Source: an optimization exercise on an open RTL-to-GDS flow (aim: small area, a short achievable clock period and few clock cycles). Production flows keep margins and buffers that such runs may drop.
The RTL was checked by simulation tests, not by an equivalence proof against the original design.

--- design.v ---
module gcm_sbox (
    input  wire [7:0] a,
    output wire [7:0] y
);
    wire U0, U1, U2, U3, U4, U5, U6, U7;
    assign {U0, U1, U2, U3, U4, U5, U6, U7} = a;
    wire T1, T2, T3, T4, T5, T6, T7, T8, T9, T10, T11, T12, T13, T14, T15, T16, T17, T18, T19, T20, T21, T22, T23, T24, T25, T26, T27, M1, M2, M3, M4, M5, M6, M7, M8, M9, M10, M11, M12, M13, M14, M15, M16, M17, M18, M19, M20, M21, M22, M23, M24, M25, M26, M27, M28, M29, M30, M31, M32, M33, M34, M35, M36, M37, M38, M39, M40, M41, M42, M43, M44, M45, M46, M47, M48, M49, M50, M51, M52, M53, M54, M55, M56, M57, M58, M59, M60, M61, M62, M63, L0, L1, L2, L3, L4, L5, L6, L7, L8, L9, L10, L11, L12, L13, L14, L15, L16, L17, L18, L19, L20, L21, L22, L23, L24, L25, L26, L27, L28, L29, S0, S1, S2, S3, S4, S5, S6, S7;
    assign T1 = U0 ^ U3;
    assign T2 = U0 ^ U5;
    assign T3 = U0 ^ U6;
    assign T4 = U3 ^ U5;
    assign T5 = U4 ^ U6;
    assign T6 = T1 ^ T5;
    assign T7 = U1 ^ U2;
    assign T8 = U7 ^ T6;
    assign T9 = U7 ^ T7;
    assign T10 = T6 ^ T7;
    assign T11 = U1 ^ U5;
    assign T12 = U2 ^ U5;
    assign T13 = T3 ^ T4;
    assign T14 = T6 ^ T11;
    assign T15 = T5 ^ T11;
    assign T16 = T5 ^ T12;
    assign T17 = T9 ^ T16;
    assign T18 = U3 ^ U7;
    assign T19 = T7 ^ T18;
    assign T20 = T1 ^ T19;
    assign T21 = U6 ^ U7;
    assign T22 = T7 ^ T21;
    assign T23 = T2 ^ T22;
    assign T24 = T2 ^ T10;
    assign T25 = T20 ^ T17;
    assign T26 = T3 ^ T16;
    assign T27 = T1 ^ T12;
    assign M1 = T13 & T6;
    assign M2 = T23 & T8;
    assign M3 = T14 ^ M1;
    assign M4 = T19 & U7;
    assign M5 = M4 ^ M1;
    assign M6 = T3 & T16;
    assign M7 = T22 & T9;
    assign M8 = T26 ^ M6;
    assign M9 = T20 & T17;
    assign M10 = M9 ^ M6;
    assign M11 = T1 & T15;
    assign M12 = T4 & T27;
    assign M13 = M12 ^ M11;
    assign M14 = T2 & T10;
    assign M15 = M14 ^ M11;
    assign M16 = M3 ^ M2;
    assign M17 = M5 ^ T24;
    assign M18 = M8 ^ M7;
    assign M19 = M10 ^ M15;
    assign M20 = M16 ^ M13;
    assign M21 = M17 ^ M15;
    assign M22 = M18 ^ M13;
    assign M23 = M19 ^ T25;
    assign M24 = M22 ^ M23;
    assign M25 = M22 & M20;
    assign M26 = M21 ^ M25;
    assign M27 = M20 ^ M21;
    assign M28 = M23 ^ M25;
    assign M29 = M28 & M27;
    assign M30 = M26 & M24;
    assign M31 = M20 & M23;
    assign M32 = M27 & M31;
    assign M33 = M27 ^ M25;
    assign M34 = M21 & M22;
    assign M35 = M24 & M34;
    assign M36 = M24 ^ M25;
    assign M37 = M21 ^ M29;
    assign M38 = M32 ^ M33;
    assign M39 = M23 ^ M30;
    assign M40 = M35 ^ M36;
    assign M41 = M38 ^ M40;
    assign M42 = M37 ^ M39;
    assign M43 = M37 ^ M38;
    assign M44 = M39 ^ M40;
    assign M45 = M42 ^ M41;
    assign M46 = M44 & T6;
    assign M47 = M40 & T8;
    assign M48 = M39 & U7;
    assign M49 = M43 & T16;
    assign M50 = M38 & T9;
    assign M51 = M37 & T17;
    assign M52 = M42 & T15;
    assign M53 = M45 & T27;
    assign M54 = M41 & T10;
    assign M55 = M44 & T13;
    assign M56 = M40 & T23;
    assign M57 = M39 & T19;
    assign M58 = M43 & T3;
    assign M59 = M38 & T22;
    assign M60 = M37 & T20;
    assign M61 = M42 & T1;
    assign M62 = M45 & T4;
    assign M63 = M41 & T2;
    assign L0 = M61 ^ M62;
    assign L1 = M50 ^ M56;
    assign L2 = M46 ^ M48;
    assign L3 = M47 ^ M55;
    assign L4 = M54 ^ M58;
    assign L5 = M49 ^ M61;
    assign L6 = M62 ^ L5;
    assign L7 = M46 ^ L3;
    assign L8 = M51 ^ M59;
    assign L9 = M52 ^ M53;
    assign L10 = M53 ^ L4;
    assign L11 = M60 ^ L2;
    assign L12 = M48 ^ M51;
    assign L13 = M50 ^ L0;
    assign L14 = M52 ^ M61;
    assign L15 = M55 ^ L1;
    assign L16 = M56 ^ L0;
    assign L17 = M57 ^ L1;
    assign L18 = M58 ^ L8;
    assign L19 = M63 ^ L4;
    assign L20 = L0 ^ L1;
    assign L21 = L1 ^ L7;
    assign L22 = L3 ^ L12;
    assign L23 = L18 ^ L2;
    assign L24 = L15 ^ L9;
    assign L25 = L6 ^ L10;
    assign L26 = L7 ^ L9;
    assign L27 = L8 ^ L10;
    assign L28 = L11 ^ L14;
    assign L29 = L11 ^ L17;
    assign S0 = L6 ^ L24;
    assign S1 = ~(L16 ^ L26);
    assign S2 = ~(L19 ^ L28);
    assign S3 = L6 ^ L21;
    assign S4 = L20 ^ L22;
    assign S5 = L25 ^ L29;
    assign S6 = ~(L13 ^ L27);
    assign S7 = ~(L6 ^ L23);
    assign y = {S0, S1, S2, S3, S4, S5, S6, S7};
endmodule
module gcm_lane (
    input  wire         clk,
    input  wire         rst,
    input  wire         start_valid,
    output wire         start_ready,
    input  wire [127:0] start_key,
    input  wire [95:0]  start_iv,
    input  wire         start_decrypt,
    input  wire         in_valid,
    output wire         in_ready,
    input  wire [127:0] in_data,
    input  wire [4:0]   in_bytes,
    input  wire         in_aad,
    input  wire         in_last,
    output reg          out_valid,
    output reg  [127:0] out_data,
    output reg          tag_valid,
    output reg  [127:0] tag
);
    localparam integer GD     = 26;                     
    localparam integer GSTEPS = (128 + GD - 1) / GD;    
    localparam integer XW     = GSTEPS * GD;            
    localparam integer PAD    = XW - 128;
    localparam JOB_P1 = 1'b0,     
               JOB_PN = 1'b1;     
    function [127:0] byte_mask;
        input [4:0] n;
        integer b;
        begin
            for (b = 0; b < 16; b = b + 1)
                byte_mask[127 - 8*b -: 8] = (b < n) ? 8'hff : 8'h00;
        end
    endfunction
    function [7:0] xtime;
        input [7:0] b;
        begin
            xtime = {b[6:0], 1'b0} ^ (b[7] ? 8'h1b : 8'h00);
        end
    endfunction
    function [31:0] mix_col;
        input [31:0] c;
        reg [7:0] a0, a1, a2, a3;
        begin
            a0 = c[31:24]; a1 = c[23:16]; a2 = c[15:8]; a3 = c[7:0];
            mix_col[31:24] = xtime(a0 ^ a1) ^ a1 ^ a2 ^ a3;
            mix_col[23:16] = xtime(a1 ^ a2) ^ a2 ^ a3 ^ a0;
            mix_col[15:8]  = xtime(a2 ^ a3) ^ a3 ^ a0 ^ a1;
            mix_col[7:0]   = xtime(a3 ^ a0) ^ a0 ^ a1 ^ a2;
        end
    endfunction
    function [127:0] shift_rows;
        input [127:0] s;
        integer r, c;
        begin
            for (c = 0; c < 4; c = c + 1)
                for (r = 0; r < 4; r = r + 1)
                    shift_rows[127 - 8*(4*c + r) -: 8] = s[127 - 8*(4*((c + r) % 4) + r) -: 8];
        end
    endfunction
    function [127:0] mix_columns;
        input [127:0] s;
        begin
            mix_columns = {mix_col(s[127:96]), mix_col(s[95:64]),
                           mix_col(s[63:32]),  mix_col(s[31:0])};
        end
    endfunction
    function [127:0] mul_alpha;
        input [127:0] v;
        begin
            mul_alpha = {1'b0, v[127:1]} ^ (v[0] ? {8'he1, 120'd0} : 128'd0);
        end
    endfunction
    function [7:0] rcon_of;
        input [3:0] r;
        begin
            case (r)
                4'd1:  rcon_of = 8'h01;
                4'd2:  rcon_of = 8'h02;
                4'd3:  rcon_of = 8'h04;
                4'd4:  rcon_of = 8'h08;
                4'd5:  rcon_of = 8'h10;
                4'd6:  rcon_of = 8'h20;
                4'd7:  rcon_of = 8'h40;
                4'd8:  rcon_of = 8'h80;
                4'd9:  rcon_of = 8'h1b;
                4'd10: rcon_of = 8'h36;
                default: rcon_of = 8'h00;
            endcase
        end
    endfunction
    reg [127:0] key_r;
    reg [95:0]  iv_r;
    reg         dec_r;
    reg [12:0]  cnt;           
    reg         msg_act;       
    reg [127:0] sa, sb;        
    reg [127:0] pa, pb;        
    reg [127:0] rk;            
    reg [31:0]  ksub;          
    reg [31:0]  kw3;           
    reg [4:0]   cyc;           
    reg         c_fin;         
    reg         c_zero;        
    reg [7:0]   rcon;          
    reg         a_run;
    reg         fresh;         
    reg         job;           
    reg         ypend;         
    reg [127:0] ks0, ks1, ks2, ks3;    
    reg [3:0]   kv;            
    reg [3:0]   cv;            
    reg [3:0]   cl;            
    reg [3:0]   kpo;           
    reg [3:0]   gpo;           
    reg         seen_text;     
    reg         hpend;         
    reg [127:0] h_r;
    reg         h_valid;       
    reg         j0v;           
    reg [127:0] y;             
    reg [XW-1:0] xs;           
    reg [2:0]   gcnt;
    reg         g0;            
    reg         gh_busy;
    reg         gh_lastbeat;   
    reg         gh_len;        
    reg [15:0]  aad_len;
    reg [15:0]  txt_len;
    wire [127:0] sub_a, sub_b;
    genvar gi;
    generate
        for (gi = 0; gi < 16; gi = gi + 1) begin : g_sub
            gcm_sbox u_sa (.a(sa[127 - 8*gi -: 8]), .y(sub_a[127 - 8*gi -: 8]));
            gcm_sbox u_sb (.a(sb[127 - 8*gi -: 8]), .y(sub_b[127 - 8*gi -: 8]));
        end
    endgenerate
    wire fin = c_fin;                                   
    wire [127:0] oa = (fin ? pa : mix_columns(pa)) ^ rk;
    wire [127:0] ob = (fin ? pb : mix_columns(pb)) ^ rk;
    wire [31:0]  ksw  = kw3;
    wire [31:0]  ksb_o;
    gcm_sbox u_ks0 (.a(ksw[23:16]), .y(ksb_o[31:24]));
    gcm_sbox u_ks1 (.a(ksw[15:8]),  .y(ksb_o[23:16]));
    gcm_sbox u_ks2 (.a(ksw[7:0]),   .y(ksb_o[15:8]));
    gcm_sbox u_ks3 (.a(ksw[31:24]), .y(ksb_o[7:0]));
    wire [127:0] kb  = c_zero ? key_r : rk;
    wire [31:0]  kt  = ksub ^ {rcon, 24'd0};
    wire [31:0]  r0  = kb[127:96];
    wire [31:0]  r01 = kb[127:96] ^ kb[95:64];
    wire [31:0]  r02 = r01 ^ kb[63:32];
    wire [31:0]  r03 = r02 ^ kb[31:0];
    wire [127:0] rk_next = {r0 ^ kt, r01 ^ kt, r02 ^ kt, r03 ^ kt};
    wire gh_step_last = (gcnt == GSTEPS - 1);
    wire         kv_cur = |(kv & kpo);
    wire [127:0] ks_cur = ({128{kpo[0]}} & ks0) | ({128{kpo[1]}} & ks1) |
                          ({128{kpo[2]}} & ks2) | ({128{kpo[3]}} & ks3);
    wire         cv_g   = |(cv & gpo);
    wire         cl_g   = |(cl & gpo);
    wire [127:0] ct_g   = ({128{gpo[0]}} & ks0) | ({128{gpo[1]}} & ks1) |
                          ({128{gpo[2]}} & ks2) | ({128{gpo[3]}} & ks3);
    wire gh_free = !gh_busy || (gh_step_last && !gh_len && !gh_lastbeat);
    assign start_ready = !msg_act;
    assign in_ready    = msg_act && h_valid && kv_cur && (seen_text || (gh_free && (cv == 4'd0)));
    wire start_take = start_valid && !msg_act;
    wire take       = in_valid && in_ready;
    wire take_aad   = take && in_aad;
    wire take_txt   = take && !in_aad;
    wire gh_ring    = gh_free && cv_g && !take_aad;    
    wire [127:0] mask      = byte_mask(in_bytes);
    wire [127:0] in_masked = in_data & mask;
    wire [127:0] text_out  = (in_data ^ ks_cur) & mask;
    wire [127:0] ct_in     = dec_r ? in_masked : text_out;    
    wire [127:0] ynext;
    wire [XW-1:0] xs_eff   = g0 ? (xs ^ {y, {PAD{1'b0}}}) : xs;
    gcm_ghash_step u_gstep (.h(h_r), .y(y & {128{!g0}}), .d(xs_eff[GD-1:0]), .ynext(ynext));
    wire [127:0] len_block = {45'd0, aad_len, 3'd0, 45'd0, txt_len, 3'd0};
    wire pass_ok = !kv[0] && !kv[1] && !cv[0] && !cv[1] && !hpend &&
                   !kv[2] && !kv[3] && !cv[2] && !cv[3];
    wire x_wr  = !fresh && pass_ok;                        
    wire h_move = hpend && !h_valid && !gh_busy;
    wire a_adv = a_run && !start_take;
    wire [4:0] cyc_n = (cyc == 5'd19) ? 5'd0 : cyc + 5'd1;
    wire jn    = fresh ? JOB_P1 : (pass_ok ? JOB_PN : job);
    wire [12:0]  cnt_x = (c_zero || fresh || pass_ok) ? cnt : cnt - 13'd4;
    wire [12:0]  cnt1  = cnt_x + 13'd1;
    wire [127:0] ld_a  = {iv_r, 19'd0, cnt_x} ^ key_r;
    wire [127:0] ld_b  = {iv_r, 19'd0, cnt1}  ^ key_r;
    always @(posedge clk) begin
        out_valid <= 1'b0;
        tag_valid <= 1'b0;
        out_data  <= text_out;
        ksub      <= ksb_o;
        if (gh_ring) begin
            cv  <= cv & ~gpo;
            gpo <= {gpo[2:0], gpo[3]};
        end
        if (take_txt) begin
            kv <= kv & ~kpo;
            cv <= (cv & ~(gh_ring ? gpo : 4'd0)) | kpo;
            if (kpo[0]) cl[0] <= in_last;
            if (kpo[1]) cl[1] <= in_last;
            if (kpo[2]) cl[2] <= in_last;
            if (kpo[3]) cl[3] <= in_last;
            if (kpo[0]) ks0 <= ct_in;
            if (kpo[1]) ks1 <= ct_in;
            if (kpo[2]) ks2 <= ct_in;
            if (kpo[3]) ks3 <= ct_in;
            kpo       <= {kpo[2:0], kpo[3]};
            seen_text <= 1'b1;
        end
        if (start_take) begin
            key_r <= start_key;
            iv_r  <= start_iv;
            dec_r <= start_decrypt;
            cnt   <= 13'd2;
            cyc   <= 5'd19;
            kw3   <= start_key[31:0];
            c_fin <= 1'b1;
            c_zero <= 1'b0;
            rcon  <= 8'h01;
            fresh <= 1'b1;
            ypend <= 1'b0;
            a_run <= 1'b1;
            kv    <= 4'd0;
            kpo   <= 4'b0100;
            seen_text <= 1'b0;
        end else if (a_adv) begin
            if (!cyc[0]) begin
                rk  <= rk_next;
                kw3 <= (cyc == 5'd18) ? key_r[31:0] : rk_next[31:0];
            end
            cyc    <= cyc_n;
            c_fin  <= (cyc_n == 5'd19) || (cyc_n == 5'd0);
            c_zero <= (cyc_n == 5'd0);
            if (c_fin && !c_zero)
                rcon <= 8'h01;
            else if (!cyc[0])
                rcon <= rcon_of(cyc_n[4:1] + 4'd2);
            if (c_fin && !c_zero) begin
                if (x_wr) begin
                    ks0 <= oa;
                    ks1 <= ob;
                    if (job == JOB_P1) begin
                        hpend <= 1'b1;
                    end else begin
                        kv[0] <= 1'b1;
                        kv[1] <= 1'b1;
                    end
                end
                ypend <= x_wr;
                job   <= jn;
                fresh <= 1'b0;
                if (!fresh && !pass_ok)
                    cnt <= cnt - 13'd2;
                else if (jn == JOB_PN)
                    cnt <= cnt + 13'd2;
            end else if (c_zero) begin
                if (ypend) begin
                    ks2   <= oa;
                    ks3   <= ob;
                    kv[2] <= 1'b1;
                    kv[3] <= 1'b1;
                end
                ypend <= 1'b0;
                cnt   <= cnt + 13'd2;
            end
        end
        pa <= shift_rows(sub_a);
        pb <= shift_rows(sub_b);
        if (c_fin && !c_zero) begin
            sa <= (jn == JOB_P1) ? key_r : ld_a;
            sb <= (jn == JOB_P1) ? ({iv_r, 32'd1} ^ key_r) : ld_b;
        end else if (c_zero) begin
            sa <= ld_a;
            sb <= ld_b;
        end else begin
            sa <= oa;
            sb <= ob;
        end
        if (h_move) begin
            h_r     <= ks0;
            tag     <= ks1;
            h_valid <= 1'b1;
            j0v     <= 1'b1;
            hpend   <= 1'b0;
            gpo     <= 4'b0100;
        end
        if (gh_busy) begin
            y    <= ynext;
            xs   <= xs_eff >> GD;
            g0   <= 1'b0;
            gcnt <= gcnt + 3'd1;
            if (gh_step_last) begin
                if (gh_lastbeat) begin
                    xs          <= {len_block, {PAD{1'b0}}};
                    g0          <= 1'b1;
                    gcnt        <= 3'd0;
                    gh_lastbeat <= 1'b0;
                    gh_len      <= 1'b1;
                end else if (gh_len) begin
                    if (j0v) begin
                        tag       <= tag ^ ynext;
                        tag_valid <= 1'b1;
                        y         <= 128'd0;
                        gh_busy   <= 1'b0;
                        gh_len    <= 1'b0;
                        h_valid   <= 1'b0;
                        j0v       <= 1'b0;
                        aad_len   <= 16'd0;
                        txt_len   <= 16'd0;
                    end else begin
                        y    <= y;
                        xs   <= xs;
                        g0   <= g0;
                        gcnt <= gcnt;
                    end
                end else begin
                    gh_busy <= 1'b0;
                end
            end
        end
        if (take_aad || gh_ring) begin
            xs          <= {(take_aad ? in_masked : ct_g), {PAD{1'b0}}};
            g0          <= 1'b1;
            gcnt        <= 3'd0;
            gh_busy     <= 1'b1;
            gh_lastbeat <= take_aad ? in_last : cl_g;
        end
        if (take_aad && in_bytes != 5'd16)
            seen_text <= 1'b1;       
        if (take) begin
            out_valid   <= !in_aad;
            if (in_aad) aad_len <= aad_len + {11'd0, in_bytes};
            else        txt_len <= txt_len + {11'd0, in_bytes};
            if (in_last) msg_act <= 1'b0;
        end
        if (start_take)
            msg_act <= 1'b1;
        if (rst) begin
            msg_act     <= 1'b0;
            a_run       <= 1'b0;
            kv          <= 4'd0;
            cv          <= 4'd0;
            hpend       <= 1'b0;
            h_valid     <= 1'b0;
            j0v         <= 1'b0;
            gh_busy     <= 1'b0;
            gh_len      <= 1'b0;
            gh_lastbeat <= 1'b0;
            y           <= 128'd0;
            aad_len     <= 16'd0;
            txt_len     <= 16'd0;
            out_valid   <= 1'b0;
            tag_valid   <= 1'b0;
        end
    end
endmodule
module gcm_ghash_step (
    input  wire [127:0]  h,
    input  wire [127:0]  y,
    input  wire [25:0]   d,
    output wire [127:0]  ynext
);
    localparam integer GD = 26;    
    function [127:0] mul_alpha;
        input [127:0] v;
        begin
            mul_alpha = {1'b0, v[127:1]} ^ (v[0] ? {8'he1, 120'd0} : 128'd0);
        end
    endfunction
    reg [127:0] hp [0:GD-1];
    reg [127:0] gsum;
    reg [127:0] yd;
    integer j;
    always @(*) begin
        hp[0] = h;
        for (j = 1; j < GD; j = j + 1)
            hp[j] = mul_alpha(hp[j-1]);
        gsum = 128'd0;
        for (j = 0; j < GD; j = j + 1)
            if (d[GD - 1 - j])
                gsum = gsum ^ hp[j];
        yd = y;
        for (j = 0; j < GD; j = j + 1)
            yd = mul_alpha(yd);
    end
    assign ynext = yd ^ gsum;
endmodule
--- flow/run.sh ---
#!/bin/bash
set -euo pipefail
REPAIR_MARGIN=5.5
W=$PWD
rm -rf "$W/scripts_abc"
cp -r "$FLOW_HOME/scripts" "$W/scripts_abc"
cp "$W/flow/abc_speed.script" "$W/scripts_abc/abc_speed.script"
python3 - "$W/scripts_abc/synth.tcl" <<'PY'
import sys
p = sys.argv[1]
s = open(p).read()
old = "  log_cmd abc {*}$abc_args\n"
assert s.count(old) == 1, "synth.tcl: abc call not found"
s = s.replace(old, """  # the GHASH step keeps ORFS's own mapping; the rest gets the XOR-friendly one
  set abc_args_std [lreplace $abc_args 1 1 $::env(FLOW_HOME)/scripts/abc_speed.script]
  log_cmd abc {*}$abc_args_std gcm_ghash_step
  log_cmd abc {*}$abc_args gcm_lane gcm_sbox
""")
open(p, "w").write(s)
PY
bash "$W/standard.sh" SCRIPTS_DIR="$W/scripts_abc" synth > "$W/run_synth.log" 2>&1
if [[ -n "$REPAIR_MARGIN" ]]; then
  bash "$W/standard.sh" SETUP_SLACK_MARGIN="$REPAIR_MARGIN" > "$W/run_layout.log" 2>&1
else
  bash "$W/standard.sh" > "$W/run_layout.log" 2>&1
fi
--- flow/abc_speed.script ---
strash
&get -n
&fraig -x
&put
scorr
dc2
strash
dch -f
&get -n
&nf -p
&put
--- standard.sh ---
#!/bin/bash
# synth_recipe.tcl (not shown) runs the flow's synth.tcl, then flattens the netlist and writes it again
# the make line also repeats each setting of config.mk as NAME=value (left out here)
make -C /OpenROAD-flow-scripts/flow DESIGN_CONFIG=/design/flow/config.mk WORK_HOME=/design/flow/orfs CLKGATE_MAP_FILE= SYNTH_SCRIPT=/design/flow/synth_recipe.tcl "${@:-finish}"
--- config.mk ---
export PLATFORM = sky130hd
export DESIGN_NAME = gcm_lane
export DESIGN_NICKNAME = gcm_lane
export VERILOG_FILES = /design/flow/design.v
export SDC_FILE = /design/flow/constraint.sdc
export NUM_CORES = 8
export LEC_CHECK = 0
export CAP_MARGIN = 30
export CORE_MARGIN = 2
export CORE_UTILIZATION = 40
export SETUP_SLACK_MARGIN = 5
export SLEW_MARGIN = 30
export SYNTH_HIERARCHICAL = 1
--- constraint.sdc ---
create_clock -name core_clock -period 10.0 [get_ports {clk}]
set_input_delay 2.0000 -clock core_clock [delete_from_list [all_inputs] [get_ports {clk}]]
set_output_delay 2.0000 -clock core_clock [all_outputs]
set_load 0.01 [all_outputs]
==> impl_metrics.tcl, run 1 <==
set metrics [dict create \
    outcome "timing/DRC/antenna clean" \
    die_area_mm2 0.4743 \
    drtIter0Drc 24020 \
    finalCritPeriodShare 0.4587 \
    dieHeight_um 688.7 \
    startpoint_type "register" \
    syn_nets 22420 \
    die_x_um 688.7 \
    setup_viol 0 \
    crit_path_start "cv[0]" \
    cpMaxStageDelayCell "or4_4" \
    nNetsFinal 22690 \
    r2r_slack_ns 5.42 \
    synth.mux.area_fraction 0.05557 \
    cp_slowest_stage_delay_ns 0.54 \
    htree_levels 4 \
    grt_usage 0.3582 \
    path_cells "or4_4, o21bai_4, a21oi_4, buf_6" \
    syn_area_mm2 0.1875 \
    final-hold-violation-count 0 \
    insertion_delay_ns 1.06 \
    initial_utilization 0.4015 \
    syn_inst 21950 \
    synth_fa_ha_area_frac 0.006686 \
    yosysSeqAreaShare 0.2672 \
    clk_pin_slew_worst_paths_ns 0.07 \
    drv_cap 0 \
    cts_buffers 242 \
    drc 0 \
    max_freq_ghz 0.2180 \
    avgViaCountPerCell 5.859 \
    wl_per_cell_um 31.01 \
    critical_path_required_ns 8.00 \
    place_ws_ns 2.967 \
    rows 251 \
    port_buffers 623 \
    synth_cell_type_count 77 \
    syn_to_final_growth_pct 14.19 \
    pin_count 624 \
    layout-drive-gt1-share 0.06470 \
    slew_headroom 0.1867 \
    synthXorXnorAreaFrac 0.3807 \
    cts.sinks 2180 \
    overflow 0 \
    synth_area_per_cell_um2 8.542 \
    fill_cells 44950 \
    synth_edf_count 646 \
    grt_pass1_wl_mm 1216 \
    final.setup_skew_ns 0.1488 \
    drt_first_pass_iters 6 \
    min-delay-start "y[22]" \
    drt-total-wl_mm 890.6 \
    dpl_cell_area_mm2 0.2012 \
    grt_max_degree 156 \
    critical_path_arrival_ns 2.59 \
    critical_path_class "reg2out" \
    worstMarginPinSlew_ns 1.207 \
    min_path_type "reg2reg" \
    fin_tns_setup_ns 0 \
    clockRootBuffer "clkbuf_16" \
    synth-seq-cells 2180 \
    antenna_left 0 \
    cp_max_fo 3 \
    hpwl_mm 629.7 \
    worstReg2RegStart "g0" \
    stdcell_area_mm2 0.2141 \
    period_needed_ns 4.587 \
    core_mm2 0.4670 \
    synthFlopType "dfxtp_1" \
    first_global_vias 153700 \
    fin_ws_ns 5.413 \
    ys_warn_count 9 \
    endpoint_kind "primary output" \
    detailroute.via_count 168300 \
    antenna_found_initial 128 \
    rsz0062_at_grt "yes" \
    synth-compound-area-share 0.1119 \
    maxSlewViolCount 0 \
    clockBufferDepth 4 \
    synth_top_family_by_area "XOR/XNOR gates" \
    synth-simple-area-share 0.1486 \
    synth_async_sr_flop_share 0 \
    gp_congestion 1.023 \
    cts_tree "built" \
]
## synthesized netlist by cell type (all sizes together) (97+ instances only)
master,n,area [um^2]
xor3,128,3045
ha,97,1214
nor2b,329,2058
a22oi,502,3769
mux2i,788,7888
edfxtp,646,19400
a21o,235,1764
a21oi,1134,5675
o21ai,814,4074
clkbuf,406,1525
xnor3,391,8806
and3,125,782.0
a221o,99,991.0
buf,648,3616
nand2,4567,17140
xor2,2266,19890
dfxtp,1534,30710
xnor2,4524,39650
mux2,225,2534
nand3,267,1336
nor2,1164,4369
a31oi,116,725.7
## registers in the layout (all words and copies together) (netlist names), 8 cells and up
name and count:
xs 130, h_r 128, key_r 128, ks0 128, ks1 128, ks2 128, ks3 128, out_data 128
pa 128, pb 128, rk 128, sa 128, sb 128, tag 128, y 128, iv_r 96
ksub 32, kw3 32, aad_len 16, txt_len 16, cnt 12, rcon 8
## final timing paths
kind | end | depth (start not counted)
setup / recovery | in_ready | 4
hold / removal | y[22] | 2
setup reg to reg | tag[121] | 14
hold reg to reg | y[22] | 2
## Yosys stat by module, one instance, submodules excluded
module / area, um^2 / times used
gcm_lane: 100200 / 1
gcm_ghash_step: 47390 / 1
gcm_sbox: 1110 / 36
## cell usage in the layout (no fill, tap or decap), types with 502 or more instances in the layout
| cell | n |
|---|---|
| a22oi_1 | 502 |
| edfxtp_1 | 646 |
| dfxtp_1 | 1472 |
| xor2_1 | 2190 |
| o21ai_0 | 734 |
| clkdlybuf4s50_1 | 617 |
| a21oi_1 | 1098 |
| mux2i_1 | 784 |
| xnor2_1 | 4223 |
| nand2_1 | 4557 |
| nor2_1 | 1155 |
## area by class of cell
cell class	count	area (um^2)	area share
diodes	85	212.7	0.0009933
clock buffers	336	7271	0.03395
clock inverters	119	1229	0.005738
inverters	95	485.5	0.002267
multi-input cells	18630	136300	0.6363
flip-flops and latches	2180	50220	0.2345
well taps	6198	7755	0.03622
repair buffers	1078	10660	0.04976
repair inverters	6	52.55	0.0002454
## timing repair
action	4_1_cts	5_1_grt
setup endpoints to repair	938	706
setup buffers	17	35
hold buffers	0	0
pin swaps	8	26
resized for setup	252	275
gates cloned	14	5
## cell families (layout without fill, tap and decap cells)
kind of cell             Yosys count  after routing
flip-flops                      2180           2180
other                              0             85
buffers and inverters           1149           1634
XOR/XNOR                        7309           7309
multiplexers                    1013           1013
AND/OR/NAND/NOR                 6802           6806
AO/OA/AOI/OAI                   3401           3401
adder cells (fa/ha/maj)           99             99
## layer usage
layer | global-route usage | share of wire | wire length [um] | vias to the layer above
met5 | 0 | 0.00055 | 486 | -
met4 | 0.2849 | 0.10 | 91160 | 74
met3 | 0.09727 | 0.12 | 108000 | 2684
met2 | 0.5203 | 0.41 | 363000 | 10850
met1 | 0.4464 | 0.37 | 328000 | 80780
li1 | - | - | - | 73900
## critical path, delay by kind of cell (launching register included)
kind / cells / cell delay (ns)
AOI/OAI and AO/OA: 2 / 0.56
DFF: 1 / 0.33
and+or+nand+nor: 1 / 0.54
buffers and inverters: 1 / 0.16
## stage by stage
step | cells | hold slack [ns] | utilization
after floorplan | 21950 | 0.4232 | -
after global placement | 28110 | 0.4515 | 0.4294
after detailed placement | 28110 | 0.4596 | 0.4308
after CTS | 28600 | 0.4687 | 0.4536
after global routing | 28670 | 0.4864 | 0.4583
final | 28730 | 0.4676 | 0.4585
Testbench counts, summed over its fixed seeds: cycles 35,118.
==> inputs of run 2 (changes only) <==
--- a/design.v
+++ b/design.v
@@ -253,7 +253,6 @@
     reg         hpend;         
     reg [127:0] h_r;
     reg         h_valid;       
-    reg         j0v;           
     reg [127:0] y;             
     reg [XW-1:0] xs;           
     reg [2:0]   gcnt;
@@ -418,13 +417,12 @@
             h_r     <= ks0;
             tag     <= ks1;
             h_valid <= 1'b1;
-            j0v     <= 1'b1;
             hpend   <= 1'b0;
             gpo     <= 4'b0100;
         end
+        xs <= xs_eff >> GD;        
         if (gh_busy) begin
             y    <= ynext;
-            xs   <= xs_eff >> GD;
             g0   <= 1'b0;
             gcnt <= gcnt + 3'd1;
             if (gh_step_last) begin
@@ -435,22 +433,14 @@
                     gh_lastbeat <= 1'b0;
                     gh_len      <= 1'b1;
                 end else if (gh_len) begin
-                    if (j0v) begin
-                        tag       <= tag ^ ynext;
-                        tag_valid <= 1'b1;
-                        y         <= 128'd0;
-                        gh_busy   <= 1'b0;
-                        gh_len    <= 1'b0;
-                        h_valid   <= 1'b0;
-                        j0v       <= 1'b0;
-                        aad_len   <= 16'd0;
-                        txt_len   <= 16'd0;
-                    end else begin
-                        y    <= y;
-                        xs   <= xs;
-                        g0   <= g0;
-                        gcnt <= gcnt;
-                    end
+                    tag       <= tag ^ ynext;
+                    tag_valid <= 1'b1;
+                    y         <= 128'd0;
+                    gh_busy   <= 1'b0;
+                    gh_len    <= 1'b0;
+                    h_valid   <= 1'b0;
+                    aad_len   <= 16'd0;
+                    txt_len   <= 16'd0;
                 end else begin
                     gh_busy <= 1'b0;
                 end
@@ -480,7 +470,6 @@
             cv          <= 4'd0;
             hpend       <= 1'b0;
             h_valid     <= 1'b0;
-            j0v         <= 1'b0;
             gh_busy     <= 1'b0;
             gh_len      <= 1'b0;
             gh_lastbeat <= 1'b0;
==> run 2 against run 1 <==
Against the previous run: worst setup slack lost 0.032 ns; sequential cell count shrank 1; critical path depth grew 2; synthesized cell count shrank 1.1%; sequential share of layout area shrank 0.47 points; first-iteration DRC count shrank 2.4%; non-clock buffer count shrank 3; critical path type unchanged.
==> impl_metrics.tcl, run 2 <==
set metrics [dict create \
    insertion_delay_ns 1.05 \
    drt_first_pass_iters 6 \
    hold_buffers 0 \
    worstMarginPinSlew_ns 1.239 \
    pin_count 624 \
    finalCritPeriodShare 0.4619 \
    yosysSeqAreaShare 0.2622 \
    grt_max_degree 186 \
    synth_area_per_cell_um2 8.573 \
    outcome "timing/DRC/antenna clean" \
    clockBufferDepth 4 \
    syn_nets 22170 \
    overflow 0 \
    period_needed_ns 4.619 \
    min-delay-start "gcnt[0]" \
    die_area_mm2 0.4707 \
    synth_edf_count 518 \
    wl_per_cell_um 30.66 \
    final-hold-violation-count 0 \
    rsz0062_at_grt "yes" \
    antenna_left 0 \
    setup_viol 0 \
    holdPathEnd "gcnt[0]" \
    hold_path_depth 1 \
    synthFlopType "dfxtp_1" \
    place_ws_ns 4.073 \
    maxSlewViolCount 0 \
    slew_headroom 0.1702 \
    htree_levels 5 \
    grt_pass1_wl_mm 1201 \
    dpl.cell_count 27850 \
    final.setup_skew_ns 0.1033 \
    cp_max_fo 2 \
    reg2reg_to "tag[34]" \
    clockRootBuffer "clkbuf_16" \
    fin_tns_setup_ns 0 \
    yosys.area.top_type_share 0.2126 \
    worstReg2RegStart "g0" \
    yosys-top-cells-count "4517 x xnor2_1, 4496 x nand2_1, 2279 x xor2_1" \
    worstRegToRegCells 14 \
    synth-seq-cells 2179 \
    largest_reg_flops 130 \
    cts_buffers 274 \
    core_mm2 0.4636 \
    cpMaxStageDelayCell "or4_4" \
    whs_ns 0.4776 \
    ys_warn_count 9 \
    avgViaCountPerCell 5.878 \
    startpoint_type "register" \
    stdcell_count 28500 \
    path_buf_inv 3 \
    regMostFlops "xs" \
    hpwl_mm 619.1 \
    gp_congestion 1.019 \
    max_freq_ghz 0.2165 \
    path_cells "or4_4, a211oi_4, o211ai_1, buf_6, clkinv_4, buf_6" \
    final_common_cell "nand2_1" \
    yosys-top-cells-area "xnor2_1 21%, dfxtp_1 18%, xor2_1 11%, nand2_1 9.1%, edfxtp_1 8.4%" \
    critical_path_class "reg2out" \
    nNetsFinal 22470 \
    port_buffers 623 \
    drt-total-wl_mm 873.6 \
    drc 0 \
    synth_top_cell_by_area "xnor2_1" \
    syn_inst 21710 \
    layout-drive-gt1-share 0.06629 \
    cp_slowest_stage_delay_ns 0.56 \
    crit_family "simple AND/OR/NAND/NOR gates" \
    antenna_found_initial 157 \
    path_common_cell "buf_6" \
    synth_cell_type_count 77 \
    cts_tree "built" \
    drv_cap 0 \
    die_x_um 686.1 \
    critical_path_required_ns 8.00 \
    detailroute.via_count 167500 \
    synth_async_sr_flop_share 0 \
    synth_most_common_cell "xnor2_1" \
    dieHeight_um 686.1 \
    r2r_slack_ns 5.43 \
    fin_ws_ns 5.381 \
    critical_path_arrival_ns 2.62 \
    drtIter0Drc 23440 \
    cts.sinks 2179 \
    syn_to_final_growth_pct 14.40 \
    min_path_type "reg2reg" \
    syn_area_mm2 0.1861 \
    endpoint_kind "primary output" \
    first_global_vias 153700 \
    clk_pin_slew_worst_paths_ns 0.06 \
    grt_usage 0.3543 \
    rows 250 \
    initial_utilization 0.4015 \
    mostFrequentLayoutCells "4489 x nand2_1, 4212 x xnor2_1, 2206 x xor2_1" \
    final_util 0.4593 \
]
==> run 2: cell count changes after synthesis, moves of 71 or more <==
cell,before,now
mux2i_1,788,895
a31oi_1,116,38
a221oi_1,53,148
a22oi_1,502,312
dfxtp_1,1534,1661
o221ai_1,74,154
a21oi_1,1134,762
edfxtp_1,646,518
a22o_1,61,153
o21ai_0,814,902
nand2_1,4567,4496
==> run 2: how the worst max path moves through the flow <==
stage | start | endpoint | slack (ns) | cells past startpoint
after floorplan | gh_busy | tag[0] | -15.85 | 3
after global placement | in_aad | ks1[118] | 4.11 | 8
after detailed placement | in_aad | ks1[95] | 4.07 | 8
after CTS | cv[0] | in_ready | 5.29 | 6
after global routing | cv[3] | in_ready | 5.38 | 6
final | cv[0] | in_ready | 5.38 | 6
==> run 2: layout make-up <==
class | count | area, um^2
repair buffers | 1075 | 10360
clock inverters | 123 | 1187
multi-input cells | 18380 | 136000
clock buffers | 381 | 8009
fillers | 44720 | 250700
inverters | 100 | 494.2
flip-flops and latches | 2179 | 48930
diodes | 88 | 220.2
well taps | 6174 | 7725
==> run 2: cell families after synthesis <==
logic type	count (synthesis)	share of synthesized area
flops	2179	0.2622
buf+inv	1154	0.02964
fa+ha+maj	99	0.006736
mux	1137	0.06278
xor+xnor	7322	0.3842
simple gates	6719	0.1476
compound gates	3098	0.1068
==> run 2: repair_timing <==
| action | in CTS | in global routing |
|---|---|---|
| cloned | 5 | 0 |
| setup buffers | 18 | 30 |
| pin swaps | 11 | 29 |
| endpoints found under the hold margin | 0 | 0 |
| resized for setup | 307 | 247 |
| endpoints found under the setup margin | 713 | 427 |
==> run 2: metal layers <==
metal	part of all wire	wire length, um	global-route usage
met5	0.00065	565	0
met4	0.098	85740	0.2846
met3	0.12	107600	0.1005
met2	0.41	358000	0.5133
met1	0.37	321600	0.4388
==> run 2: metrics by stage <==
step                cell area [um^2]
finish                        212900
global route                  212800
CTS                           211100
detailed placement            199500
global placement              199000
floorplan                     186200
==> run 2: Yosys stat by module (local to each module, per instance) <==
| module | cells inside | times used | cell area, um^2 | flops+latches |
|---|---|---|---|---|
| gcm_ghash_step | 7701 | 1 | 47390 | 0 |
| gcm_lane | 9471 | 1 | 98770 | 2179 |
| gcm_sbox | 126 | 36 | 1110 | 0 |
Testbench counts of run 2, summed over its fixed seeds: cycles 35,118.
==> inputs of run 3 (changes only) <==
--- a/flow/run.sh
+++ b/flow/run.sh
@@ -1,6 +1,6 @@
 #!/bin/bash
 set -euo pipefail
-REPAIR_MARGIN=5.5
+REPAIR_MARGIN=5.65
 W=$PWD
 rm -rf "$W/scripts_abc"
 cp -r "$FLOW_HOME/scripts" "$W/scripts_abc"
==> run 3 against run 2 <==
Against the previous run: highest routed layer unchanged; die area is the same; critical path type unchanged; area after synthesis unchanged; critical path depth unchanged; global-route usage increased by 0.086 points; final area rose by 1.1%; routed wire length increased by 0.68%; sequential cell count did not move; sequential share of layout area shrank 0.22 points.
==> impl_metrics.tcl, run 3 <==
set metrics [dict create \
    outcome "timing/DRC/antenna clean" \
    finalCritPeriodShare 0.4616 \
    worstMarginPinSlew_ns 1.230 \
    startpoint_type "register" \
    synthFlopType "dfxtp_1" \
    grt_max_degree 186 \
    yosysSeqAreaShare 0.2622 \
    antenna_left 0 \
    endpoint_kind "primary output" \
    rows 250 \
    synth_async_sr_flop_share 0 \
    antenna_found_initial 164 \
    max_freq_ghz 0.2166 \
    core_mm2 0.4636 \
    synth-seq-cells 2179 \
    multiInputGateArea_mm2 0.1373 \
    initial_utilization 0.4015 \
    synth_most_common_cell "xnor2_1" \
    path_common_cell "buf_6" \
    final.setup_skew_ns 0.1059 \
    cp_max_fo 2 \
    clockRootBuffer "clkbuf_16" \
    hold_path_depth 1 \
    clk_pin_slew_worst_paths_ns 0.06 \
    yosys-top-cells-count "4517 x xnor2_1, 4496 x nand2_1, 2279 x xor2_1" \
    drv_cap 0 \
    grt_pass1_wl_mm 1204 \
    setup_viol 0 \
    path_cells "or4_4, a211oi_4, o211ai_1, buf_6, clkinv_4, buf_6" \
    synth_top_cell_by_area "xnor2_1" \
    ys_warn_count 9 \
    synth_edf_count 518 \
    htree_levels 5 \
    overflow 0 \
    critical_path_arrival_ns 2.62 \
    clockBufferDepth 4 \
    worstRegToRegCells 14 \
    die_area_mm2 0.4707 \
    first_global_vias 154000 \
    yosys.area.top_type_share 0.2126 \
    port_buffers 623 \
    hpwl_mm 619.1 \
    regArea_mm2 0.04898 \
    final_util 0.4643 \
    critical_path_required_ns 8.00 \
    drt_first_pass_iters 9 \
    mostFrequentLayoutCells "4489 x nand2_1, 4151 x xnor2_1, 2188 x xor2_1" \
    syn_area_mm2 0.1861 \
    min_path_type "reg2reg" \
    regMostFlops "xs" \
    drt-total-wl_mm 879.5 \
    largest_reg_flops 130 \
    grt_usage 0.3551 \
    maxSlewViolCount 0 \
    cp_slowest_stage_delay_ns 0.56 \
    insertion_delay_ns 1.05 \
    cts_tree "built" \
    wl_per_cell_um 30.75 \
    cts.sinks 2179 \
    synth_area_per_cell_um2 8.573 \
    final-hold-violation-count 0 \
    detailroute.via_count 167700 \
    fill_cells 44540 \
    gp_congestion 1.019 \
    syn_inst 21710 \
    avgViaCountPerCell 5.864 \
    nNetsFinal 22570 \
    syn_to_final_growth_pct 15.65 \
    slew_headroom 0.1762 \
    rsz0062_at_grt "yes" \
    die_x_um 686.1 \
    period_needed_ns 4.616 \
    drc 0 \
    syn_nets 22170 \
    pin_count 624 \
    layout-drive-gt1-share 0.07808 \
    hold_buffers 0 \
    synth_cell_type_count 77 \
    final_common_cell "nand2_1" \
    drtIter0Drc 23360 \
    critical_path_class "reg2out" \
    yosys-top-cells-area "xnor2_1 21%, dfxtp_1 18%, xor2_1 11%, nand2_1 9.1%, edfxtp_1 8.4%" \
    cpMaxStageDelayCell "or4_4" \
    cts_buffers 274 \
    dieHeight_um 686.1 \
]
[run 3: worst max-delay path: cells and delay by family, from the launching register on]
| family | cells | cell delay [ns] |
|---|---|---|
| compound gates | 2 | 0.37 |
| buf+inv | 3 | 0.32 |
| flops | 1 | 0.33 |
| simple gates | 1 | 0.56 |
[run 3: area by class of cell]
| cell class | instances | share of cell area |
|---|---|---|
| clock inverters | 123 | 0.005517 |
| repair buffers | 1176 | 0.05259 |
| well taps | 6174 | 0.03589 |
| flip-flops and latches | 2179 | 0.2276 |
| diodes | 91 | 0.001058 |
| multi-input cells | 18380 | 0.6378 |
| clock buffers | 381 | 0.03721 |
| inverters | 100 | 0.002354 |
[run 3: repair_timing]
item                                    CTS  global route
gates cloned                              6             4
gates resized for setup                 448           379
setup buffers                            48            97
pin swaps                                39            87
endpoints found under the setup margin  921           455
[run 3: metal layers]
metal	GRT usage	part of all wire	vias up
met3	0.1021	0.12	2817
li1	-	-	73210
met1	0.4388	0.37	80350
met5	0	0.00068	-
met4	0.2857	0.099	82
met2	0.5147	0.41	11250
[run 3: cells by family (layout without fill, tap and decap cells)]
logic type,count (synthesis),in the layout,share of synthesized area
buffers and inverters,1154,1780,0.02964
xor gates and xnor gates,7322,7322,0.3842
and+or+nand+nor,6719,6722,0.1476
DFF,2179,2179,0.2622
adders and majority gates,99,99,0.006736
other,0,91,0
AOI/OAI and AO/OA,3098,3098,0.1068
muxes,1137,1137,0.06278
[run 3: Yosys stat by module (local to each module, per instance)]
module	cells inside	flip-flops and latches
gcm_lane	9471	2179
gcm_ghash_step	7701	0
gcm_sbox	126	0
[run 3: path summary, 6_finish.rpt]
| check | startpoint | to | slack, ns |
|---|---|---|---|
| setup / recovery | cv[0] | in_ready | 5.38 |
| hold / removal | gcnt[0] | gcnt[0] | 0.47 |
| setup reg to reg | g0 | tag[111] | 5.61 |
| hold reg to reg | gcnt[0] | gcnt[0] | 0.47 |
[run 3: through the flow]
step	worst slack (ns)	setup TNS, ns	instances	instance area (um^2)	hold slack, ns
3_3_place_gp	4.106	0	27850	199000	0.4525
4_1_cts	5.292	0	28410	212000	0.4605
6_report	5.384	0	28600	215200	0.4696
3_5_place_dp	4.073	0	27850	199500	0.4617
5_1_grt	5.359	0	28550	215100	0.4827
2_1_floorplan	-15.85	-4093.33	21710	186200	0.4396
==> inputs of run 4 (changes only) <==
==> flow/abc_speed.script (replaced) <==
strash
dc2
dch -f
&get -n
&nf -p
&put
==> run 4 against run 3 <==
Against the previous run: still clean; worst hold slack lost 0.0073 ns; area after synthesis grew 0.38%; largest cell class unchanged; core utilization is 0.19 points higher.
==> impl_metrics.tcl, run 4 <==
set metrics [dict create \
    hpwl_mm 623.7 \
    cp_max_fo 165 \
    hold_buffers 0 \
    max_freq_ghz 0.2164 \
    finalCritPeriodShare 0.4620 \
    holdPathEnd "h_r[110]" \
    gp_congestion 1.023 \
    endpoint_kind "register" \
    dpl.cell_count 28080 \
    first_global_vias 154100 \
    drt_first_pass_iters 9 \
    overflow 0 \
    period_needed_ns 4.620 \
    worstMarginPinSlew_ns 1.175 \
    critical_path_arrival_ns 5.44 \
    stdcell_count 28870 \
    nNetsFinal 22860 \
    core_mm2 0.4645 \
    synth-seq-cells 2179 \
    setup_viol 0 \
    worstReg2RegStart "g0" \
    final-hold-violation-count 0 \
    maxSlewViolCount 0 \
    clk_pin_slew_worst_paths_ns 0.06 \
    layout-drive-gt1-share 0.07785 \
    grt_usage 0.3592 \
    synth_most_common_cell "xnor2_1" \
    synth_cell_type_count 75 \
    insertion_delay_ns 1.03 \
    grt_max_degree 166 \
    min-delay-start "ks0[110]" \
    syn_nets 22440 \
    initial_utilization 0.4022 \
    synthFlopType "dfxtp_1" \
    antenna_found_initial 102 \
    hold_path_depth 0 \
    rsz0062_at_grt "yes" \
    die_area_mm2 0.4725 \
    clockBufferDepth 4 \
    slew_headroom 0.2113 \
    synth_edf_count 518 \
    yosys-top-cells-area "xnor2_1 23%, dfxtp_1 18%, xor2_1 11%, nand2_1 9.1%, edfxtp_1 8.3%" \
    critical_path_class "in2reg" \
    yosys-top-cells-count "4889 x xnor2_1, 4517 x nand2_1, 2288 x xor2_1" \
    drv_cap 0 \
    cts_buffers 271 \
    detailroute.via_count 169100 \
    worstRegToRegCells 14 \
    cts_tree "built" \
    syn_inst 21980 \
    fin_tns_setup_ns 0 \
    min_path_type "reg2reg" \
    dieHeight_um 687.4 \
    antenna_left 0 \
    port_buffers 623 \
    wl_per_cell_um 31.06 \
    yosys.area.top_type_share 0.2292 \
    yosysSeqAreaShare 0.2613 \
    cts.sinks 2179 \
    r2r_slack_ns 5.52 \
    drc 0 \
    avgViaCountPerCell 5.859 \
    pin_count 624 \
    final_common_cell "nand2_1" \
    synth_area_per_cell_um2 8.499 \
    mostFrequentLayoutCells "4511 x nand2_1, 4485 x xnor2_1, 2135 x xor2_1" \
    whs_ns 0.4624 \
    critical_path_required_ns 10.82 \
    syn_to_final_growth_pct 15.93 \
    grt_pass1_wl_mm 1214 \
    syn_area_mm2 0.1868 \
    clockRootBuffer "clkbuf_16" \
    drtIter0Drc 23930 \
    synth_async_sr_flop_share 0 \
    drt-total-wl_mm 896.4 \
    largest_reg_flops 130 \
    synth_top_cell_by_area "xnor2_1" \
    outcome "timing/DRC/antenna clean" \
    ys_warn_count 9 \
    rows 250 \
    die_x_um 687.4 \
    final.setup_skew_ns 0.1015 \
    regMostFlops "xs" \
    htree_levels 5 \
    reg2reg_to "tag[3]" \
    startpoint_type "input pin" \
]
## run 4: changes by cell type in the layout (fill, tap and decap cells not counted), sizes merged, moves of 84 or more
| cell | change |
|---|---|
| mux2 | -144 |
| nor2 | -84 |
| o21ai | +130 |
| o211ai | +173 |
| mux2i | +210 |
| xnor2 | +372 |
| and3 | -100 |
| a21o | -206 |
## run 4: cell type report
cell class                      instances  area [um^2]
Sequential cell                      2179        48920
Antenna cell                           72        180.2
Inverter                              207        877.1
Multi-Input combinational cell      18540       137900
Tap cell                             6174         7725
Fill cell                           44490       247900
Clock buffer                          376         7825
Timing Repair Buffer                 1191        11970
Timing Repair inverter                  1        8.758
Clock inverter                        122         1216
## run 4: stage by stage
stage	util	setup slack, ns	instance area, um^2
floorplan	-	-15.85	186900
global placement	0.4296	4.140	199600
detailed placement	0.4308	4.070	200100
CTS	0.4575	5.561	212500
global route	0.4660	5.440	216500
finish	0.4662	5.380	216600
## run 4: metal layers
layer	global-route usage	vias to the layer above	share of wire
met5	0.003571	-	0.00075
li1	-	73640	-
met1	0.4436	81040	0.37
met3	0.1204	2887	0.13
met2	0.5066	11500	0.40
met4	0.2898	68	0.10
## run 4: timing repair
item                                    4_1_cts  5_1_grt
gates cloned                                 14       10
pin swaps                                    36      132
resized for setup                           388      410
endpoints found under the setup margin     1027      630
setup buffers                                42      146
## run 4: per-module statistics from Yosys (local to each module, per instance)
| module | cells | flops+latches |
|---|---|---|
| gcm_ghash_step | 7701 | 0 |
| gcm_sbox | 129 | 0 |
| gcm_lane | 9635 | 2179 |
## run 4: worst max-delay path, stage by stage
cell and delay, ns:
clkdlybuf4s50_1 0.49, nand2_8 0.25, clkinv_16 0.20, nor2b_4 0.43, nand2_2 0.33, or3_4 0.49
buf_16 0.23, buf_12 0.43, nand2_1 0.08, o21ai_0 0.07
## run 4: kinds of logic (layout without fill, tap and decap cells)
kind of cell | count (synthesis) | count (layout) | share of synthesized area
buf+inv | 1261 | 1897 | 0.03168
simple gates | 6511 | 6514 | 0.1405
mux | 1203 | 1203 | 0.06511
xor+xnor | 7631 | 7631 | 0.3917
fa+ha+maj | 99 | 99 | 0.006711
flops | 2179 | 2179 | 0.2613
other cells | 0 | 72 | 0
compound gates | 3096 | 3096 | 0.1031
## run 4: worst max path at each step
| stage | start | endpoint | cells past startpoint |
|---|---|---|---|
| finish | start_valid | ks1[54] | 10 |
| global route | sa[69] | pa[34] | 12 |
| CTS | gcnt[1] | in_ready | 6 |
| detailed placement | in_valid | ks1[92] | 10 |
| global placement | in_valid | ks1[81] | 10 |
| floorplan | gh_busy | tag[0] | 3 |
==> inputs of run 5 (changes only) <==
==> flow/abc_speed.script (replaced) <==
strash
&get -n
&fraig -x
&put
scorr
dc2
strash
dch -f
&get -n
&nf -p
&put
--- a/config.mk
+++ b/config.mk
@@ -7,7 +7,7 @@
 export LEC_CHECK = 0
 export CAP_MARGIN = 30
 export CORE_MARGIN = 2
-export CORE_UTILIZATION = 40
+export CORE_UTILIZATION = 35
 export SETUP_SLACK_MARGIN = 5
 export SLEW_MARGIN = 30
 export SYNTH_HIERARCHICAL = 1
==> run 5 against run 4 <==
Against the previous run: clock skew grew 0.0057 ns; clock-buffer cell count shrank 3; sequential share of layout area is essentially flat; area after synthesis shrank 0.38%; non-clock buffer count shrank 33; first-iteration DRC count shrank 5.4%; routed wire length grew 0.28%; fmax grew 1.7%; sequential cell count is the same; core utilization shrank 5.7 points.
==> impl_metrics.tcl, run 5 <==
set metrics [dict create \
    cts_tree "built" \
    core_mm2 0.5292 \
    overflow 0 \
    synth_cell_type_count 77 \
    path_buf_inv 3 \
    cpMaxStageDelayCell "or4_4" \
    cp_slowest_stage_delay_ns 0.56 \
    critical_path_arrival_ns 2.54 \
    stdcell_area_mm2 0.2168 \
    insertion_delay_ns 1.01 \
    path_common_cell "buf_6" \
    syn_area_mm2 0.1861 \
    cts.sinks 2179 \
    yosysSeqAreaShare 0.2622 \
    first_global_vias 153400 \
    pin_count 624 \
    synth_area_per_cell_um2 8.573 \
    clockBufferDepth 4 \
    fin_tns_setup_ns 0 \
    htree_levels 5 \
    layout-drive-gt1-share 0.08130 \
    dpl_cell_area_mm2 0.2007 \
    endpoint_kind "primary output" \
    final-hold-violation-count 0 \
    synth_most_common_cell "xnor2_1" \
    clk_pin_slew_worst_paths_ns 0.06 \
    path_cells "or4_4, a211oi_4, o211ai_1, buf_6, clkinv_4, buf_6" \
    rsz0062_at_grt "yes" \
    final_common_cell "nand2_1" \
    clockRootBuffer "clkbuf_16" \
    antenna_left 0 \
    die_area_mm2 0.5376 \
    regMostFlops "xs" \
    synthFlopType "dfxtp_1" \
    cts_buffers 278 \
    yosys-top-cells-count "4517 x xnor2_1, 4496 x nand2_1, 2279 x xor2_1" \
    critical_path_required_ns 8.00 \
    syn_nets 22170 \
    met3WireLength_mm 113.5 \
    finalCritPeriodShare 0.4542 \
    worstMarginPinSlew_ns 1.227 \
    drv_cap 0 \
    startpoint_type "register" \
    max_freq_ghz 0.2202 \
    grt_pass1_wl_mm 1226 \
    maxSlewViolCount 0 \
    drt_first_pass_iters 7 \
    drc 0 \
    drtIter0Drc 22630 \
    min_path_type "reg2reg" \
    synth-seq-cells 2179 \
    period_needed_ns 4.542 \
    die_x_um 733.2 \
    avgViaCountPerCell 5.670 \
    crit_family "simple AND/OR/NAND/NOR gates" \
    hold_buffers 0 \
    syn_to_final_growth_pct 16.49 \
    antenna_found_initial 138 \
    nNetsFinal 22560 \
    initial_utilization 0.3517 \
    wl_per_cell_um 30.56 \
    grt_max_degree 193 \
    slew_headroom 0.1791 \
    wl_met2_mm 367.9 \
    stdcell_count 29410 \
    final.setup_skew_ns 0.1072 \
    m1WireLength_mm 334.0 \
    synth_async_sr_flop_share 0 \
    whs_ns 0.4524 \
    hpwl_mm 644.6 \
    dpl.cell_count 28680 \
    yosys-top-cells-area "xnor2_1 21%, dfxtp_1 18%, xor2_1 11%, nand2_1 9.1%, edfxtp_1 8.4%" \
    outcome "timing/DRC/antenna clean" \
    critical_path_class "reg2out" \
    drt-total-wl_mm 898.9 \
    ys_warn_count 9 \
    mostFrequentLayoutCells "4489 x nand2_1, 4125 x xnor2_1, 2162 x xor2_1" \
    setup_viol 0 \
    cp_max_fo 2 \
    synth_top_cell_by_area "xnor2_1" \
    grt_usage 0.3171 \
    yosys.area.top_type_share 0.2126 \
    syn_inst 21710 \
    detailroute.via_count 166800 \
    dieHeight_um 733.2 \
    port_buffers 623 \
    gp_congestion 1.008 \
    final_util 0.4097 \
    largest_reg_flops 130 \
    synth_edf_count 518 \
    dr.max_layer_used "met5" \
    rows 267 \
]
## run 5: changes by cell type in the layout (fill, tap and decap cells not counted), moves of 51 or more
| cell | previous run | this run |
|---|---|---|
| mux2_1 | 97 | 241 |
| a21oi_1 | 792 | 718 |
| and3_1 | 12 | 112 |
| mux2i_1 | 1099 | 895 |
| o211ai_1 | 252 | 79 |
| o221ai_1 | 73 | 152 |
| clkinv_1 | 199 | 94 |
| nor2_1 | 1099 | 1185 |
| a21o_1 | 26 | 233 |
| o21a_1 | 13 | 64 |
| o21ai_0 | 971 | 829 |
| nand3_1 | 298 | 227 |
| xnor2_1 | 4485 | 4125 |
## run 5: logic make-up after synthesis
family                     Yosys count  share of synthesized area
DFF                               2179                     0.2622
adders and majority gates           99                   0.006736
xor gates and xnor gates          7322                     0.3842
muxes                             1137                    0.06278
buffers and inverters             1154                    0.02964
AOI/OAI and AO/OA                 3098                     0.1068
and+or+nand+nor                   6719                     0.1476
## run 5: what timing repair did
| item | CTS | global route |
|---|---|---|
| gates cloned | 6 | 3 |
| endpoints found under the setup margin | 741 | 441 |
| setup buffers | 31 | 89 |
| resized for setup | 400 | 457 |
| pin swaps | 28 | 94 |
## run 5: Yosys stat by module, one instance, submodules excluded
module / cells / times used / cell area [um^2] / flip-flops and latches
gcm_lane: 9471 / 1 / 98770 / 2179
gcm_sbox: 126 / 36 / 1110 / 0
gcm_ghash_step: 7701 / 1 / 47390 / 0
## run 5: routing by layer
layer / GRT usage / vias to the layer above
met4: 0.2273 / 102
li1: - / 73160
met5: 0 / -
met1: 0.3932 / 80240
met2: 0.4616 / 10630
met3: 0.1021 / 2646
## run 5: area by class of cell
type	instances	area, um^2
tap	6994	8751
antenna	92	230.2
timing repair buffer	1158	11110
sequential	2179	48960
clock buffer	373	7995
multi-input combinational	18380	137800
inverter	100	469.2
fill	52470	312400
clock inverter	138	1516
## run 5: final timing paths
path	depth (start not counted)	slack, ns	end	start
worst min register to register	2	0.45	xs[0]	xs[26]
worst max-delay path	6	5.46	in_ready	cv[0]
worst min-delay path	2	0.45	xs[0]	xs[26]
worst max register to register	8	5.58	kw3[6]	c_zero
## run 5: through the flow
step	worst slack, ns
global placement	4.318
floorplan	-15.85
CTS	5.353
global route	5.411
detailed placement	4.312
finish	5.458
## run 5: worst reg2reg max path: stages, from the launching register on
cell and delay (ns):
dfxtp_4 0.62, buf_6 0.48, buf_4 0.70, buf_6 0.60
mux2i_1 0.19, xnor2_1 0.72, xnor2_1 0.23, mux2i_1 0.45
o21ai_0 0.15
==> inputs of run 6 (changes only) <==
--- a/config.mk
+++ b/config.mk
@@ -7,7 +7,7 @@
 export LEC_CHECK = 0
 export CAP_MARGIN = 30
 export CORE_MARGIN = 2
-export CORE_UTILIZATION = 35
+export CORE_UTILIZATION = 45
 export SETUP_SLACK_MARGIN = 5
 export SLEW_MARGIN = 30
 export SYNTH_HIERARCHICAL = 1
==> run 6 against run 5 <==
Against the previous run: first-iteration DRC count rose by 0.95%; fmax fell by 7.6%; cell count fell by 5.1%; sequential share of layout area rose by 0.15 points; final area fell by 0.69%; non-clock buffer count rose by 31; area after synthesis did not move; critical path type unchanged.
==> impl_metrics.tcl, run 6 <==
set metrics [dict create \
    whs_ns 0.4940 \
    period_needed_ns 4.914 \
    synth_top_cell_by_area "xnor2_1" \
    insertion_delay_ns 0.99 \
    cts_buffers 276 \
    final-hold-violation-count 0 \
    slew_headroom 0.1501 \
    pin_count 624 \
    cts_tree "built" \
    antenna_found_initial 137 \
    yosys.area.top_type_share 0.2126 \
    synth_most_common_cell "xnor2_1" \
    grt_max_degree 189 \
    clockBufferDepth 4 \
    min_path_type "reg2reg" \
    synth-seq-cells 2179 \
    r2r_slack_ns 5.56 \
    reg2reg_to "tag[10]" \
    hold_path_depth 2 \
    endpoint_kind "primary output" \
    synthFlopType "dfxtp_1" \
    final.setup_skew_ns 0.08849 \
    clockRootBuffer "clkbuf_16" \
    mostFrequentLayoutCells "4488 x nand2_1, 4157 x xnor2_1, 2166 x xor2_1" \
    port_buffers 623 \
    crit_path_start "gcnt[1]" \
    drt_first_pass_iters 7 \
    die_area_mm2 0.4187 \
    syn_to_final_growth_pct 15.69 \
    outcome "timing/DRC/antenna clean" \
    avgViaCountPerCell 6.018 \
    drtIter0Drc 22840 \
    worstRegToRegCells 13 \
    regMostFlops "xs" \
    final_util 0.5219 \
    syn_nets 22170 \
    detailroute.via_count 168000 \
    yosysSeqAreaShare 0.2622 \
    hold_buffers 0 \
    drc 0 \
    min-delay-start "gh_len" \
    overflow 0 \
    wl_per_cell_um 31.42 \
    yosys-top-cells-count "4517 x xnor2_1, 4496 x nand2_1, 2279 x xor2_1" \
    critical_path_required_ns 8.00 \
    ys_warn_count 9 \
    grt_pass1_wl_mm 1193 \
    rsz0062_at_grt "yes" \
    first_global_vias 153100 \
    final_common_cell "nand2_1" \
    dieHeight_um 647.1 \
    critical_path_class "reg2out" \
    die_x_um 647.1 \
    holdPathEnd "gh_len" \
    nNetsFinal 22590 \
    cp_max_fo 4 \
    synth_area_per_cell_um2 8.573 \
    worstReg2RegStart "g0" \
    drt-total-wl_mm 877.3 \
    rows 236 \
    htree_levels 5 \
    yosys-top-cells-area "xnor2_1 21%, dfxtp_1 18%, xor2_1 11%, nand2_1 9.1%, edfxtp_1 8.4%" \
    worstMarginPinSlew_ns 1.274 \
    cts.sinks 2179 \
    gp_congestion 1.014 \
    core_mm2 0.4125 \
    maxSlewViolCount 0 \
    syn_inst 21710 \
    antenna_left 0 \
    layout-drive-gt1-share 0.07951 \
    critical_path_arrival_ns 2.91 \
    largest_reg_flops 130 \
    synth_edf_count 518 \
    max_freq_ghz 0.2035 \
    syn_area_mm2 0.1861 \
    synth_cell_type_count 77 \
    synth_async_sr_flop_share 0 \
    startpoint_type "register" \
    initial_utilization 0.4512 \
    drv_cap 0 \
    grt_usage 0.3983 \
    setup_viol 0 \
    finalCritPeriodShare 0.4914 \
    clk_pin_slew_worst_paths_ns 0.06 \
    hpwl_mm 608.2 \
]
## run 6: cell counts after synthesis
Identical to the previous run, type by type.
## run 6: per-module statistics from Yosys, one instance, submodules excluded
module          times used  flip-flops and latches
gcm_sbox                36                       0
gcm_lane                 1                    2179
gcm_ghash_step           1                       0
## run 6: worst max path at each step
stage	end	cells after the start
2_1_floorplan	tag[0]	3
3_3_place_gp	ks3[43]	10
3_5_place_dp	ks3[110]	10
4_1_cts	in_ready	7
5_1_grt	in_ready	8
6_report	in_ready	8
## run 6: cell families after synthesis
kind of cell | after synthesis | synth area share
xor gates and xnor gates | 7322 | 0.3842
and+or+nand+nor | 6719 | 0.1476
AOI/OAI and AO/OA | 3098 | 0.1068
DFF | 2179 | 0.2622
buffers and inverters | 1154 | 0.02964
muxes | 1137 | 0.06278
adders and majority gates | 99 | 0.006736
## run 6: critical path, stage by stage (launching register included)
cell and delay [ns]:
dfxtp_2 0.35, inv_4 0.04, ha_4 0.16, nand3b_1 0.20, a211oi_4 0.11, o211ai_1 0.59
buf_4 0.32, inv_2 0.05, buf_6 0.11
## run 6: layout make-up
type,count,area (um^2)
fillers,38250,197200
multi-input cells,18380,137600
flip-flops and latches,2179,48940
repair buffers,1189,11750
clock buffers,377,8003
well taps,5474,6849
clock inverters,123,1409
inverters,100,516.7
diodes,95,237.7
repair inverters,3,26.28
## run 6: metrics by stage
| step | instance area [um^2] | cells | setup WS [ns] | setup TNS [ns] |
|---|---|---|---|---|
| after global placement | 198200 | 27160 | 3.840 | 0 |
| final | 215300 | 27920 | 5.086 | 0 |
| after CTS | 211900 | 27710 | 5.010 | 0 |
| after global routing | 215200 | 27870 | 5.098 | 0 |
| after detailed placement | 198800 | 27160 | 3.872 | 0 |
| after floorplan | 186200 | 21710 | -15.85 | -4093.33 |
## run 6: routing by layer
| layer | track usage | vias up | share of wire | wire length [um] |
|---|---|---|---|---|
| li1 | - | 73280 | - | - |
| met2 | 0.5808 | 11240 | 0.41 | 361800 |
| met5 | 0 | - | 0.00040 | 353 |
| met4 | 0.3412 | 52 | 0.11 | 92930 |
| met3 | 0.1073 | 2940 | 0.12 | 106600 |
| met1 | 0.4854 | 80510 | 0.36 | 315600 |
## run 6: what timing repair did
action	CTS	global route
cloned	19	11
setup endpoints to repair	980	691
hold endpoints to repair	0	0
resized for setup	430	391
pin swaps	35	99
setup buffers	33	97

[static timing again, ports no longer ideal]
Ports are ideal in the flow. The routed layouts listed here were re-timed in OpenROAD. Step 1, drivers: a clkbuf_16 drives clk and a buf_2 each remaining input, both assumed. Step 2 adds t to the input delays and takes it off the output delays; t is the mean of the earliest and latest rising clock arrival at the registers after step 1. Input paths then give back, and output paths get back, about the clock's delay inside the block. a / b / c = no drivers / after step 1 / after step 2; a / b = the first two.
run	t (ns)	setup slack, ns	hold slack, ns	slew at the worst register clock pin (ns)	worst data-port slew with drivers (ns)
run 1	1.101	5.413 / 5.297 / 4.516	0.468 / 0.468 / 0.468	0.08 / 0.08	0.36
run 2	1.139	5.381 / 5.249 / 4.209	0.478 / 0.478 / 0.478	0.09 / 0.09	0.39
run 3	1.147	5.384 / 5.249 / 4.424	0.470 / 0.470 / 0.470	0.09 / 0.09	0.39
run 4	1.107	5.380 / 5.444 / 4.377	0.462 / 0.462 / 0.462	0.09 / 0.09	0.41
run 5	1.087	5.458 / 5.326 / 4.351	0.452 / 0.452 / 0.452	0.07 / 0.07	0.42
run 6	1.065	5.086 / 4.966 / 4.361	0.494 / 0.494 / 0.494	0.09 / 0.09	0.40
After both steps every run listed still meets setup and hold. The setup slack of run 2, which loses most, moves by -0.132 ns with the drivers and by -1.172 ns with both steps.
